What follows belongs to an exercise in optimizing a design on an open flow for a short achievable clock period and few clock cycles per item; a production flow would make more cautious choices.
Function not checked in this run: the RTL went through the layout flow alone.

### run.sh
#!/bin/bash
# synth_recipe.tcl (not shown) runs the flow's synth.tcl, then flattens the netlist and writes it again
# the make line also repeats each setting of config.mk as NAME=value (left out here)
make -C /OpenROAD-flow-scripts/flow DESIGN_CONFIG=/design/flow/config.mk WORK_HOME=/design/flow/orfs CLKGATE_MAP_FILE= SYNTH_SCRIPT=/design/flow/synth_recipe.tcl finish
### config.mk
export PLATFORM = sky130hd
export DESIGN_NAME = chk_block
export DESIGN_NICKNAME = chk_block
export VERILOG_FILES = /design/flow/design.v
export SDC_FILE = /design/flow/constraint.sdc
export NUM_CORES = 8
export LEC_CHECK = 0
export ABC_CLOCK_PERIOD_IN_PS = 3000
export CAP_MARGIN = 20
export CORE_MARGIN = 2
export CORE_UTILIZATION = 30
export PLACE_DENSITY = 0.5
export SETUP_SLACK_MARGIN = 5
export SLEW_MARGIN = 20
### constraint.sdc
create_clock -name core_clock -period 13.0 [get_ports {clk}]
set_input_delay 2.6000 -clock core_clock [delete_from_list [all_inputs] [get_ports {clk}]]
set_output_delay 2.6000 -clock core_clock [all_outputs]
set_load 0.01 [all_outputs]
### design.v
module chk_unit (
    input  wire        clk,
    input  wire        rst,         
    input  wire        we,          
    input  wire [2:0]  n_alg,
    input  wire [31:0] n_state,
    input  wire        n_pend,
    input  wire [7:0]  n_aux,
    input  wire [31:0] n_cnt,
    output reg  [2:0]  alg,
    output reg  [31:0] state,
    output reg         pend,
    output reg  [7:0]  aux,
    output reg  [31:0] cnt
);
    always @(posedge clk) begin
        if (rst) begin
            alg   <= 3'd2;
            state <= 32'hFFFF_FFFF;
            pend  <= 1'b0;
            aux   <= 8'h00;
            cnt   <= 32'd0;
        end else if (we) begin
            alg   <= n_alg;
            state <= n_state;
            pend  <= n_pend;
            aux   <= n_aux;
            cnt   <= n_cnt;
        end
    end
endmodule
module chk_feedpre (
    input  wire [31:0] d,
    input  wire        n1,          
    input  wire        n2,          
    input  wire        n4,          
    output wire [7:0]  d8,          
    output wire [15:0] d16,
    output wire [31:0] d32,
    output wire [31:0] d32c,
    output wire [15:0] x1p0,        
    output wire [15:0] x2p0,
    output wire [15:0] x1p1,        
    output wire [15:0] x2p1,
    output wire [7:0]  hb0,         
    output wire [7:0]  hb1          
);
    function [7:0] crc8_b;
        input [7:0] crc;
        input [7:0] dv;
        integer i;
        reg [7:0] c;
        begin
            c = crc ^ dv;
            for (i = 0; i < 8; i = i + 1)
                c = c[7] ? ((c << 1) ^ 8'h07) : (c << 1);
            crc8_b = c;
        end
    endfunction
    function [15:0] crc16_b;
        input [15:0] crc;
        input [7:0]  dv;
        integer i;
        reg [15:0] c;
        begin
            c = crc ^ {dv, 8'h00};
            for (i = 0; i < 8; i = i + 1)
                c = c[15] ? ((c << 1) ^ 16'h1021) : (c << 1);
            crc16_b = c;
        end
    endfunction
    function [31:0] crc32_b;
        input [31:0] crc;
        input [7:0]  dv;
        integer i;
        reg [31:0] c;
        begin
            c = crc ^ {24'd0, dv};
            for (i = 0; i < 8; i = i + 1)
                c = c[0] ? ((c >> 1) ^ 32'hEDB8_8320) : (c >> 1);
            crc32_b = c;
        end
    endfunction
    function [31:0] crc32c_b;
        input [31:0] crc;
        input [7:0]  dv;
        integer i;
        reg [31:0] c;
        begin
            c = crc ^ {24'd0, dv};
            for (i = 0; i < 8; i = i + 1)
                c = c[0] ? ((c >> 1) ^ 32'h82F6_3B78) : (c >> 1);
            crc32c_b = c;
        end
    endfunction
    function [15:0] rotl1;
        input [15:0] a;
        rotl1 = {a[14:0], a[15]};
    endfunction
    function [15:0] madd;
        input [15:0] a;
        input [15:0] b;
        reg [16:0] t0;
        reg [16:0] t1;
        begin
            t0 = {1'b0, a} + {1'b0, b};
            t1 = {1'b0, a} + {1'b0, b} + 17'd1;
            madd = t1[16] ? t1[15:0] : t0[15:0];
        end
    endfunction
    wire [7:0] b0 = d[7:0];
    wire [7:0] b1 = d[15:8];
    wire [7:0] b2 = d[23:16];
    wire [7:0] b3 = d[31:24];
    assign d8  = n1 ? crc8_b(8'h00, b0) :
                 n2 ? crc8_b(crc8_b(8'h00, b0), b1) :
                      crc8_b(crc8_b(crc8_b(crc8_b(8'h00, b0), b1), b2), b3);
    assign d16 = n1 ? crc16_b(16'h0000, b0) :
                 n2 ? crc16_b(crc16_b(16'h0000, b0), b1) :
                      crc16_b(crc16_b(crc16_b(crc16_b(16'h0000, b0), b1), b2), b3);
    assign d32 = n1 ? crc32_b(32'd0, b0) :
                 n2 ? crc32_b(crc32_b(32'd0, b0), b1) :
                      crc32_b(crc32_b(crc32_b(crc32_b(32'd0, b0), b1), b2), b3);
    assign d32c = n1 ? crc32c_b(32'd0, b0) :
                  n2 ? crc32c_b(crc32c_b(32'd0, b0), b1) :
                       crc32c_b(crc32c_b(crc32c_b(crc32c_b(32'd0, b0), b1), b2), b3);
    wire [15:0] w0 = {b1, b0};
    wire [15:0] w1 = {b3, b2};
    assign x1p0 = n1 ? 16'd0 : n2 ? w0 : madd(w0, w1);
    assign x2p0 = n1 ? 16'd0 : n2 ? w0 : madd(rotl1(w0), w1);
    wire [15:0] v0 = {b0, 8'h00};
    wire [15:0] v1 = {b2, b1};
    assign x1p1 = n4 ? madd(v0, v1) : v0;
    assign x2p1 = n4 ? madd(rotl1(v0), v1) : v0;
    assign hb0 = n4 ? b2 : b0;
    assign hb1 = n2 ? b1 : b3;
endmodule
module chk_engine (
    input  wire [2:0]  alg,
    input  wire [31:0] state,
    input  wire        pend,
    input  wire [7:0]  aux,
    input  wire [31:0] cnt,
    input  wire        k_ctrl,
    input  wire        k_feed,
    input  wire        k_state,
    input  wire        k_aux,
    input  wire        k_count,
    input  wire [31:0] wd,
    input  wire        n1,
    input  wire        n2,
    input  wire        n4,
    input  wire [7:0]  d8,
    input  wire [15:0] d16,
    input  wire [31:0] d32,
    input  wire [31:0] d32c,
    input  wire [15:0] x1p0,
    input  wire [15:0] x2p0,
    input  wire [15:0] x1p1,
    input  wire [15:0] x2p1,
    input  wire [7:0]  hb0,
    input  wire [7:0]  hb1,
    output reg  [2:0]  n_alg,
    output reg  [31:0] n_state,
    output reg         n_pend,
    output reg  [7:0]  n_aux,
    output reg  [31:0] n_cnt,
    output wire        bad_alg      
);
    function [7:0] crc8_b;
        input [7:0] crc;
        input [7:0] dv;
        integer i;
        reg [7:0] c;
        begin
            c = crc ^ dv;
            for (i = 0; i < 8; i = i + 1)
                c = c[7] ? ((c << 1) ^ 8'h07) : (c << 1);
            crc8_b = c;
        end
    endfunction
    function [15:0] crc16_b;
        input [15:0] crc;
        input [7:0]  dv;
        integer i;
        reg [15:0] c;
        begin
            c = crc ^ {dv, 8'h00};
            for (i = 0; i < 8; i = i + 1)
                c = c[15] ? ((c << 1) ^ 16'h1021) : (c << 1);
            crc16_b = c;
        end
    endfunction
    function [31:0] crc32_b;
        input [31:0] crc;
        input [7:0]  dv;
        integer i;
        reg [31:0] c;
        begin
            c = crc ^ {24'd0, dv};
            for (i = 0; i < 8; i = i + 1)
                c = c[0] ? ((c >> 1) ^ 32'hEDB8_8320) : (c >> 1);
            crc32_b = c;
        end
    endfunction
    function [31:0] crc32c_b;
        input [31:0] crc;
        input [7:0]  dv;
        integer i;
        reg [31:0] c;
        begin
            c = crc ^ {24'd0, dv};
            for (i = 0; i < 8; i = i + 1)
                c = c[0] ? ((c >> 1) ^ 32'h82F6_3B78) : (c >> 1);
            crc32c_b = c;
        end
    endfunction
    function [15:0] rotl1;
        input [15:0] a;
        rotl1 = {a[14:0], a[15]};
    endfunction
    function [15:0] madd;
        input [15:0] a;
        input [15:0] b;
        reg [16:0] t0;
        reg [16:0] t1;
        begin
            t0 = {1'b0, a} + {1'b0, b};
            t1 = {1'b0, a} + {1'b0, b} + 17'd1;
            madd = t1[16] ? t1[15:0] : t0[15:0];
        end
    endfunction
    wire [7:0]  c8_1  = crc8_b(state[7:0], 8'h00);
    wire [7:0]  c8_2  = crc8_b(c8_1, 8'h00);
    wire [7:0]  c8_4  = crc8_b(crc8_b(c8_2, 8'h00), 8'h00);
    wire [15:0] c16_1 = crc16_b(state[15:0], 8'h00);
    wire [15:0] c16_2 = crc16_b(c16_1, 8'h00);
    wire [15:0] c16_4 = crc16_b(crc16_b(c16_2, 8'h00), 8'h00);
    wire [31:0] c32_1 = crc32_b(state, 8'h00);
    wire [31:0] c32_2 = crc32_b(c32_1, 8'h00);
    wire [31:0] c32_4 = crc32_b(crc32_b(c32_2, 8'h00), 8'h00);
    wire [31:0] cc_1  = crc32c_b(state, 8'h00);
    wire [31:0] cc_2  = crc32c_b(cc_1, 8'h00);
    wire [31:0] cc_4  = crc32c_b(crc32c_b(cc_2, 8'h00), 8'h00);
    wire [7:0]  crc8  = (n1 ? c8_1  : n2 ? c8_2  : c8_4)  ^ d8;
    wire [15:0] crc16 = (n1 ? c16_1 : n2 ? c16_2 : c16_4) ^ d16;
    wire [31:0] crc32 = (n1 ? c32_1 : n2 ? c32_2 : c32_4) ^ d32;
    wire [31:0] crc32c = (n1 ? cc_1 : n2 ? cc_2 : cc_4) ^ d32c;
    wire [15:0] s1 = state[15:0];
    wire [15:0] s2 = state[31:16];
    wire [15:0] x1 = pend ? x1p1 : x1p0;
    wire [15:0] x2 = pend ? x2p1 : x2p0;
    wire [15:0] at1 = pend ? {8'h00, aux} : 16'h0000;
    wire [15:0] at2 = !pend ? 16'h0000 : n4 ? {7'h00, aux, 1'b0} : {8'h00, aux};
    wire [15:0] ks1 = n4 ? rotl1(s1) : s1;
    wire [15:0] a_s, a_c, b_s, b_c, e_s, e_c;
    assign a_s = s1 ^ x1 ^ at1;
    assign a_c = rotl1((s1 & x1) | (s1 & at1) | (x1 & at1));
    assign b_s = s2 ^ x2 ^ at2;
    assign b_c = rotl1((s2 & x2) | (s2 & at2) | (x2 & at2));
    assign e_s = b_s ^ b_c ^ ks1;
    assign e_c = rotl1((b_s & b_c) | (b_s & ks1) | (b_c & ks1));
    wire [15:0] f1 = madd(a_s, a_c);
    wire [15:0] f2 = madd(e_s, e_c);
    wire        f_keep = !pend && n1;      
    wire        f_hold = !pend || !n1;
    wire [7:0]  f_hb   = pend ? hb1 : hb0;
    wire       alg_ok   = (wd[2:0] <= 3'd4);
    wire [2:0] alg_next = alg_ok ? wd[2:0] : alg;
    wire       init     = k_ctrl && wd[31];
    assign     bad_alg  = k_ctrl && !alg_ok;
    reg [31:0] init_value;
    always @(*) begin
        case (alg_next)
            3'd1:    init_value = 32'h0000_FFFF;
            3'd2:    init_value = 32'hFFFF_FFFF;
            3'd3:    init_value = 32'hFFFF_FFFF;
            default: init_value = 32'h0000_0000;
        endcase
    end
    wire [31:0] width_mask = (alg == 3'd0) ? 32'h0000_00FF :
                             (alg == 3'd1) ? 32'h0000_FFFF : 32'hFFFF_FFFF;
    reg [31:0] feed_state;
    always @(*) begin
        case (alg)
            3'd0:    feed_state = {state[31:8], crc8};
            3'd1:    feed_state = {state[31:16], crc16};
            3'd2:    feed_state = crc32;
            3'd3:    feed_state = crc32c;
            3'd4:    feed_state = f_keep ? state : {f2, f1};
            default: feed_state = state;
        endcase
    end
    wire is_fl = (alg == 3'd4);
    always @(*) begin
        n_alg   = k_ctrl ? alg_next : alg;
        n_state = state;
        n_pend  = pend;
        n_aux   = aux;
        n_cnt   = cnt;
        if (init) begin
            n_state = init_value;
            n_pend  = 1'b0;
            n_aux   = 8'h00;
            n_cnt   = 32'd0;
        end
        if (k_feed) begin
            n_state = feed_state;
            if (is_fl) begin
                n_pend = pend ^ n1;
                if (f_hold)
                    n_aux = f_hb;
            end
            n_cnt = cnt + {29'd0, n4, n2, n1};
        end
        if (k_state)
            n_state = (state & ~width_mask) | (wd & width_mask);
        if (k_aux) begin
            n_pend = wd[8];
            n_aux  = wd[7:0];
        end
        if (k_count)
            n_cnt = wd;
    end
endmodule
module chk_block (
    input  wire        clk,
    input  wire        rst,          
    input  wire        flr,          
    input  wire        req_valid,
    output wire        req_ready,
    input  wire        req_write,
    input  wire        req_host,     
    input  wire [7:0]  req_addr,
    input  wire [31:0] req_wdata,
    output reg         rsp_valid,
    output reg  [31:0] rsp_rdata
);
    function [15:0] madd;
        input [15:0] a;
        input [15:0] b;
        reg [16:0] t0;
        reg [16:0] t1;
        begin
            t0 = {1'b0, a} + {1'b0, b};
            t1 = {1'b0, a} + {1'b0, b} + 17'd1;
            madd = t1[16] ? t1[15:0] : t0[15:0];
        end
    endfunction
    reg rst_q;                       
    reg ready_q;
    always @(posedge clk) begin
        rst_q <= rst;
        if (rst)
            ready_q <= 1'b1;
    end
    assign req_ready = ready_q;
    reg        v0, f0, w0, h0;
    reg [7:0]  a0;
    reg [31:0] d0;
    always @(posedge clk) begin
        v0 <= req_valid && !rst;
        f0 <= flr && !rst;
        w0 <= req_write;
        h0 <= req_host;
        a0 <= req_addr;
        d0 <= req_wdata;
    end
    wire       is_status = (a0 == 8'h00);
    wire       is_unit   = (a0[7:6] == 2'b01 || a0[7:6] == 2'b10) && !a0[3];
    wire [2:0] usel      = {a0[7], a0[5:4]};
    wire [2:0] rsel      = a0[2:0];
    wire owned_drop = v0 && w0 && is_unit && h0 && !usel[2];
    wire uwr        = v0 && w0 && is_unit && !owned_drop;
    reg        v1, f1;               
    reg        u1_op;                
    reg [2:0]  u1;
    reg [7:0]  we1;                  
    reg        k_ctrl1, k_feed1, k_state1, k_aux1, k_count1;
    reg        n1_1, n2_1, n4_1;
    reg [31:0] wd1;
    reg        own1, clr1;
    reg        rd1, rd_unit1, rd_status1;
    reg [2:0]  rreg1;
    reg        fwd1;                 
    reg [2:0]  op_alg;
    reg [31:0] op_state;
    reg        op_pend;
    reg [7:0]  op_aux;
    reg [31:0] op_cnt;
    wire [2:0]  u_alg   [0:7];
    wire [31:0] u_state [0:7];
    wire        u_pend  [0:7];
    wire [7:0]  u_aux   [0:7];
    wire [31:0] u_cnt   [0:7];
    wire [7:0]  pd8;
    wire [15:0] pd16;
    wire [31:0] pd32, pd32c;
    wire [15:0] px1p0, px2p0, px1p1, px2p1;
    wire [7:0]  phb0, phb1;
    chk_feedpre pre (
        .d(d0), .n1(rsel == 3'd1), .n2(rsel == 3'd2), .n4(rsel == 3'd3),
        .d8(pd8), .d16(pd16), .d32(pd32), .d32c(pd32c),
        .x1p0(px1p0), .x2p0(px2p0), .x1p1(px1p1), .x2p1(px2p1),
        .hb0(phb0), .hb1(phb1)
    );
    reg [7:0]  d8_1;
    reg [15:0] d16_1;
    reg [31:0] d32_1, d32c_1;
    reg [15:0] x1p0_1, x2p0_1, x1p1_1, x2p1_1;
    reg [7:0]  hb0_1, hb1_1;
    wire zap = f1 && usel[2];        
    integer j;
    always @(posedge clk) begin
        if (rst_q) begin
            v1 <= 1'b0; f1 <= 1'b0; u1_op <= 1'b0; we1 <= 8'd0;
            k_ctrl1 <= 1'b0; k_feed1 <= 1'b0; k_state1 <= 1'b0;
            k_aux1 <= 1'b0; k_count1 <= 1'b0;
            own1 <= 1'b0; clr1 <= 1'b0;
            rd1 <= 1'b0; rd_unit1 <= 1'b0; rd_status1 <= 1'b0;
            fwd1 <= 1'b0;
        end else begin
            v1 <= v0;
            f1 <= f0;
            u1_op <= v0 && is_unit;
            for (j = 0; j < 8; j = j + 1)
                we1[j] <= uwr && (usel == j);
            k_ctrl1  <= uwr && (rsel == 3'd0);
            k_feed1  <= uwr && (rsel == 3'd1 || rsel == 3'd2 || rsel == 3'd3);
            k_state1 <= uwr && (rsel == 3'd4);
            k_aux1   <= uwr && (rsel == 3'd5);
            k_count1 <= uwr && (rsel == 3'd7);
            own1 <= owned_drop;
            clr1 <= v0 && w0 && is_status;
            rd1        <= v0 && !w0;
            rd_unit1   <= v0 && !w0 && is_unit;
            rd_status1 <= v0 && !w0 && is_status;
            fwd1 <= u1_op && v0 && is_unit && (u1 == usel);
        end
        u1    <= usel;
        rreg1 <= rsel;
        n1_1  <= (rsel == 3'd1);
        n2_1  <= (rsel == 3'd2);
        n4_1  <= (rsel == 3'd3);
        wd1   <= d0;
        d8_1 <= pd8; d16_1 <= pd16; d32_1 <= pd32; d32c_1 <= pd32c;
        x1p0_1 <= px1p0; x2p0_1 <= px2p0; x1p1_1 <= px1p1; x2p1_1 <= px2p1;
        hb0_1 <= phb0; hb1_1 <= phb1;
        if (zap) begin
            op_alg   <= 3'd2;
            op_state <= 32'hFFFF_FFFF;
            op_pend  <= 1'b0;
            op_aux   <= 8'h00;
            op_cnt   <= 32'd0;
        end else begin
            op_alg   <= u_alg[usel];
            op_state <= u_state[usel];
            op_pend  <= u_pend[usel];
            op_aux   <= u_aux[usel];
            op_cnt   <= u_cnt[usel];
        end
    end
    reg [2:0]  l_alg;                
    reg [31:0] l_state;
    reg        l_pend;
    reg [7:0]  l_aux;
    reg [31:0] l_cnt;
    wire [2:0]  c_alg   = fwd1 ? l_alg   : op_alg;
    wire [31:0] c_state = fwd1 ? l_state : op_state;
    wire        c_pend  = fwd1 ? l_pend  : op_pend;
    wire [7:0]  c_aux   = fwd1 ? l_aux   : op_aux;
    wire [31:0] c_cnt   = fwd1 ? l_cnt   : op_cnt;
    wire [2:0]  e_alg;
    wire [31:0] e_state;
    wire        e_pend;
    wire [7:0]  e_aux;
    wire [31:0] e_cnt;
    wire        e_bad;
    chk_engine eng (
        .alg(c_alg), .state(c_state), .pend(c_pend), .aux(c_aux), .cnt(c_cnt),
        .k_ctrl(k_ctrl1), .k_feed(k_feed1), .k_state(k_state1),
        .k_aux(k_aux1), .k_count(k_count1), .wd(wd1),
        .n1(n1_1), .n2(n2_1), .n4(n4_1),
        .d8(d8_1), .d16(d16_1), .d32(d32_1), .d32c(d32c_1),
        .x1p0(x1p0_1), .x2p0(x2p0_1), .x1p1(x1p1_1), .x2p1(x2p1_1),
        .hb0(hb0_1), .hb1(hb1_1),
        .n_alg(e_alg), .n_state(e_state), .n_pend(e_pend), .n_aux(e_aux),
        .n_cnt(e_cnt), .bad_alg(e_bad)
    );
    always @(posedge clk) begin
        l_alg   <= e_alg;
        l_state <= e_state;
        l_pend  <= e_pend;
        l_aux   <= e_aux;
        l_cnt   <= e_cnt;
    end
    genvar g;
    generate
        for (g = 0; g < 8; g = g + 1) begin : u
            chk_unit unit (
                .clk(clk),
                .rst(rst_q || (f1 && (g >= 4))),
                .we(we1[g]),
                .n_alg(e_alg), .n_state(e_state), .n_pend(e_pend),
                .n_aux(e_aux), .n_cnt(e_cnt),
                .alg(u_alg[g]), .state(u_state[g]), .pend(u_pend[g]),
                .aux(u_aux[g]), .cnt(u_cnt[g])
            );
        end
    endgenerate
    reg bad_alg_flag;
    reg unit_owned_flag;
    always @(posedge clk) begin
        if (rst_q) begin
            bad_alg_flag    <= 1'b0;
            unit_owned_flag <= 1'b0;
        end else begin
            if (e_bad)
                bad_alg_flag <= 1'b1;
            else if (clr1 && wd1[1])
                bad_alg_flag <= 1'b0;
            if (own1)
                unit_owned_flag <= 1'b1;
            else if (clr1 && wd1[0])
                unit_owned_flag <= 1'b0;
        end
    end
    reg        rv2, rs2, ru2;
    reg [2:0]  rr2;
    reg [2:0]  q_alg;
    reg [31:0] q_state;
    reg        q_pend;
    reg [7:0]  q_aux;
    reg [31:0] q_cnt;
    reg [1:0]  q_flags;
    always @(posedge clk) begin
        if (rst_q) begin
            rv2 <= 1'b0;
        end else begin
            rv2 <= rd1;
        end
        rs2     <= rd_status1;
        ru2     <= rd_unit1;
        rr2     <= rreg1;
        q_alg   <= c_alg;
        q_state <= c_state;
        q_pend  <= c_pend;
        q_aux   <= c_aux;
        q_cnt   <= c_cnt;
        q_flags <= {bad_alg_flag, unit_owned_flag};
    end
    wire [31:0] q_mask = (q_alg == 3'd0) ? 32'h0000_00FF :
                         (q_alg == 3'd1) ? 32'h0000_FFFF : 32'hFFFF_FFFF;
    wire [15:0] q_s1 = q_state[15:0];
    wire [15:0] q_s2 = q_state[31:16];
    wire [15:0] q_b  = {8'h00, q_aux};
    wire [15:0] r_cs = q_s2 ^ q_s1 ^ q_b;
    wire [15:0] r_cc = (q_s2 & q_s1) | (q_s2 & q_b) | (q_s1 & q_b);
    wire [15:0] fl_s1 = madd(q_s1, q_b);
    wire [15:0] fl_s2 = madd(r_cs, {r_cc[14:0], r_cc[15]});
    reg [31:0] result;
    always @(*) begin
        case (q_alg)
            3'd0:    result = q_state & 32'h0000_00FF;
            3'd1:    result = q_state & 32'h0000_FFFF;
            3'd2:    result = ~q_state;
            3'd3:    result = ~q_state;
            3'd4:    result = q_pend ? {fl_s2, fl_s1} : q_state;
            default: result = q_state;
        endcase
    end
    reg [31:0] rd_value;
    always @(*) begin
        rd_value = 32'd0;
        if (rs2)
            rd_value = {30'd0, q_flags};
        else if (ru2) begin
            case (rr2)
                3'd0: rd_value = {29'd0, q_alg};
                3'd4: rd_value = q_state & q_mask;
                3'd5: rd_value = {23'd0, q_pend, q_aux};
                3'd6: rd_value = result;
                3'd7: rd_value = q_cnt;
                default: rd_value = 32'd0;    
            endcase
        end
    end
    always @(posedge clk) begin
        if (rst_q)
            rsp_valid <= 1'b0;
        else
            rsp_valid <= rv2;
        rsp_rdata <= rd_value;
    end
endmodule
==> impl_metrics.toml <==
[outcome]
status = "timing/DRC/antenna clean"

[placed_design]
hpwl_um = 230400
gp_congestion = 0.9806
io_buffers = 78

[sta]
fin_crit_ns = 7.985
holdWs_ns = 0.3053
slew_viol_final = 0
skew_ns = 0.05975
worstMarginPinSlew_ns = 1.274
rsz0062_at_grt = "no"
fin_crit_sh_pct = 61.42
setup_tns_ns = 0
max_freq_mhz = 125.2
hold_viol = 0
maxSlewHeadroom_pct = 12.64
setup_viol = 0

[clocking]
cts.sinks = 1154
tritoncts = "done"
cts_buffers = 134
hold_buffers = 0
ctsRootBufferMaster = "clkbuf_16"
clk_pin_slew_ns = 0.06
clkLatencyLatePin_ns = 0.80
htree_levels = 4
clk_path_buf_depth = 3

[global_routing]
antenna_found_initial = 34
grt-ovfl-total = 0
grt_pass1_vias = 60840
grt_max_degree = 181
grt_pass1_wl_um = 456900
grtUsageTotal_pct = 24.97

[worst_setup_path]
cp_common_cell = "xnor2_1"
critPathBufInv = 0
critPathLaunch = "op_state[2]$_SDFF_PP1_"
endpoint_kind = "flip-flop"
crit_chain = "xor3_1, xnor2_1, mux2i_4, xnor2_1, xnor2_1, xnor2_2, xnor2_4, xor3_1, xnor3_2, xnor2_1, xnor3_1, o21a_1, xnor2_1, mux2i_1, a221oi_1, a22oi_2, a21o_1"
crit_family = "XOR/XNOR gates"
arrival_ns = 8.72
crit_required_ns = 13.73
cp-start-kind = "flip-flop"
cpMaxStageDelayCell = "dfxtp_1"
rr_startpoint = "op_state[2]$_SDFF_PP1_"
critPathMaxFanout = 13
crit_type = "flip-flop to flip-flop"
slowest_delay_ns = 1.02

[synth]
synth_seq_cells = 1154
synth-edff-count = 0
synth_compound_area_share_pct = 17.30
ys_warn_count = 4
synthXorXnorAreaFrac_pct = 23.81
yosys.area_share.simple_pct = 10.67
postSynthCellCount = 8307
synth_flop_cell = "dfxtp_1"
mappedNetlistArea_mm2 = 0.07421
synthesis.nets = 8528
synthArstFlopShare_pct = 0
synth_mux_area_share_pct = 9.534
synth.distinct_cells = 106
syn_avg_cell_area_um2 = 8.933
synth_seq_area_share_pct = 31.13
synthAdderAreaFrac_pct = 3.436
synth_top_family_by_area = "XOR/XNOR gates"

[job]
drv_cap = 0

[final_layout]
multi_input_area_mm2 = 0.04836
syn_to_final_growth_pct = 12.36
finish.utilization_pct = 33.90
drive_gt1_share_pct = 10.39
fill_cells = 25440
ff_latch_area_mm2 = 0.02316
nets = 8389

[die]
rows = 182
dieArea_mm2 = 0.2514
start_util_pct = 30.17
dieHeight_um = 501.4
ioPinCount = 80
die_w_um = 501.4
coreArea_mm2 = 0.2459

[drt]
dr.pass1.iters = 8
vias = 63090
ant_nets = 0
wl_um = 323900
drcViolationCount = 0
drt-initial-drc-count = 6714
routedWlPerCell_um = 28.17
viasPerCell = 5.488

[hold_path]
hold_class = "flip-flop to flip-flop"
min_from = "rd_status1$_SDFF_PP0_"
==> kinds of logic after synthesis <==
| family | after synthesis |
|---|---|
| AOI/OAI and AO/OA | 1998 |
| and+or+nand+nor | 1851 |
| xor gates and xnor gates | 1732 |
| DFF | 1154 |
| buffers and inverters | 760 |
| muxes | 636 |
| adders and majority gates | 175 |
| other | 1 |
==> flip-flops by register name, summed over array words and instances (netlist names), 16 cells and up <==
register and cells:
d16_1 16, d32_1 32, x1p0_1 16, q_cnt 32, op_cnt 32, d32c_1 32
u.unit.cnt 256, d0 32, u.unit.alg 24, u.unit.aux 64, q_state 32, x1p1_1 16
op_state 32, l_cnt 32, rsp_rdata 32, l_state 32, wd1 32, u.unit.state 256
x2p0_1 16, x2p1_1 16
==> through the flow <==
step | instance area [µm²] | setup WS, ns | cells
final | 83380 | 5.015 | 11500
after floorplan | 74510 | 4.842 | 8307
after CTS | 83240 | 5.026 | 11490
after global placement | 78520 | 5.015 | 11240
after global routing | 83380 | 5.000 | 11500
after detailed placement | 78530 | 4.911 | 11240
==> path summary, 6_finish.rpt <==
kind	slack (ns)	depth (start not counted)	to
worst max-delay path	5.02	17	u[4].unit.state[18]$_SDFFE_PP1P_
worst min register to register	0.31	0	rs2$_DFF_P_
worst min-delay path	0.31	0	rs2$_DFF_P_
worst max register to register	5.02	17	u[4].unit.state[18]$_SDFFE_PP1P_
==> cells in the mapped netlist, types with 82 or more instances <==
cell	n	area share, %
o21ai_0	425	2.9
nor3_1	82	0.55
xnor2_1	1096	13
a211oi_1	109	1.1
nand3_1	84	0.57
dfxtp_1	1154	31
xnor3_1	103	3.1
xor2_1	436	5.1
a21oi_1	631	4.3
nand2_1	601	3.0
clkbuf_1	429	2.2
mux2i_1	480	6.5
inv_1	191	0.97
nor2_1	817	4.1
ha_1	127	2.1
mux2_2	98	1.5
==> timing repair <==
action / 4_1_cts / 5_1_grt
cloned: 1 / 0
setup buffers: 1 / 6
endpoints found under the setup margin: 44 / 254
hold endpoints to repair: 0 / 0
resized for setup: 3 / 12
==> cells in the final DEF (no fill, tap or decap), drive strengths merged, types with 57 or more instances in the layout <==
cell	n
dfxtp	1154
xnor2	1144
nor2	817
a21oi	635
nand2	601
mux2i	501
o21ai	494
xor2	461
inv	203
buf	201
clkbuf	193
ha	127
xnor3	110
a211oi	109
a21bo	105
mux2	99
nand3	84
nor3	82
clkdlybuf4s50	78
o211ai	77
o22ai	59
a221oi	57
==> routing by layer <==
layer  up-vias  track usage (%)  routed length, µm
li1      28450                -                  -
met1     31270            33.99             140600
met2      2818            39.04             143100
met3       546            4.222              26040
met4        12            10.02              13980
met5         -                0                133
==> cell type report <==
| class | count | share of cell area (%) |
|---|---|---|
| diodes | 2 | 0.006002 |
| clock buffers | 193 | 4.724 |
| clock inverters | 49 | 0.8523 |
| inverters | 205 | 0.9289 |
| multi-input cells | 6393 | 58.00 |
| flip-flops and latches | 1154 | 27.78 |
| well taps | 3220 | 4.832 |
| repair buffers | 280 | 2.880 |

-- static timing again, ports no longer ideal --
Ports are ideal in the flow. The routed layout listed here was re-timed in OpenROAD.
Step 1 assumes that a clkbuf_16 drives the clock port and a buf_2 every other input.
Step 2 also shifts input and output timing later by t, the mid clock arrival at the registers, as if the neighbouring blocks saw the same clock.
a / b / c = ideal ports / drivers / drivers and shift; a / b = the first two.
t, ns: 0.869
slack for setup (ns): 5.015 / 5.015 / 5.015
worst hold slack (ns): 0.305 / 0.305 / 0.305
clock arrival spread, ns: 0.061 / 0.061
After both steps setup and hold are still met in this run. The setup slack of this run moves by 0.000 ns with the drivers and by 0.000 ns with both steps.
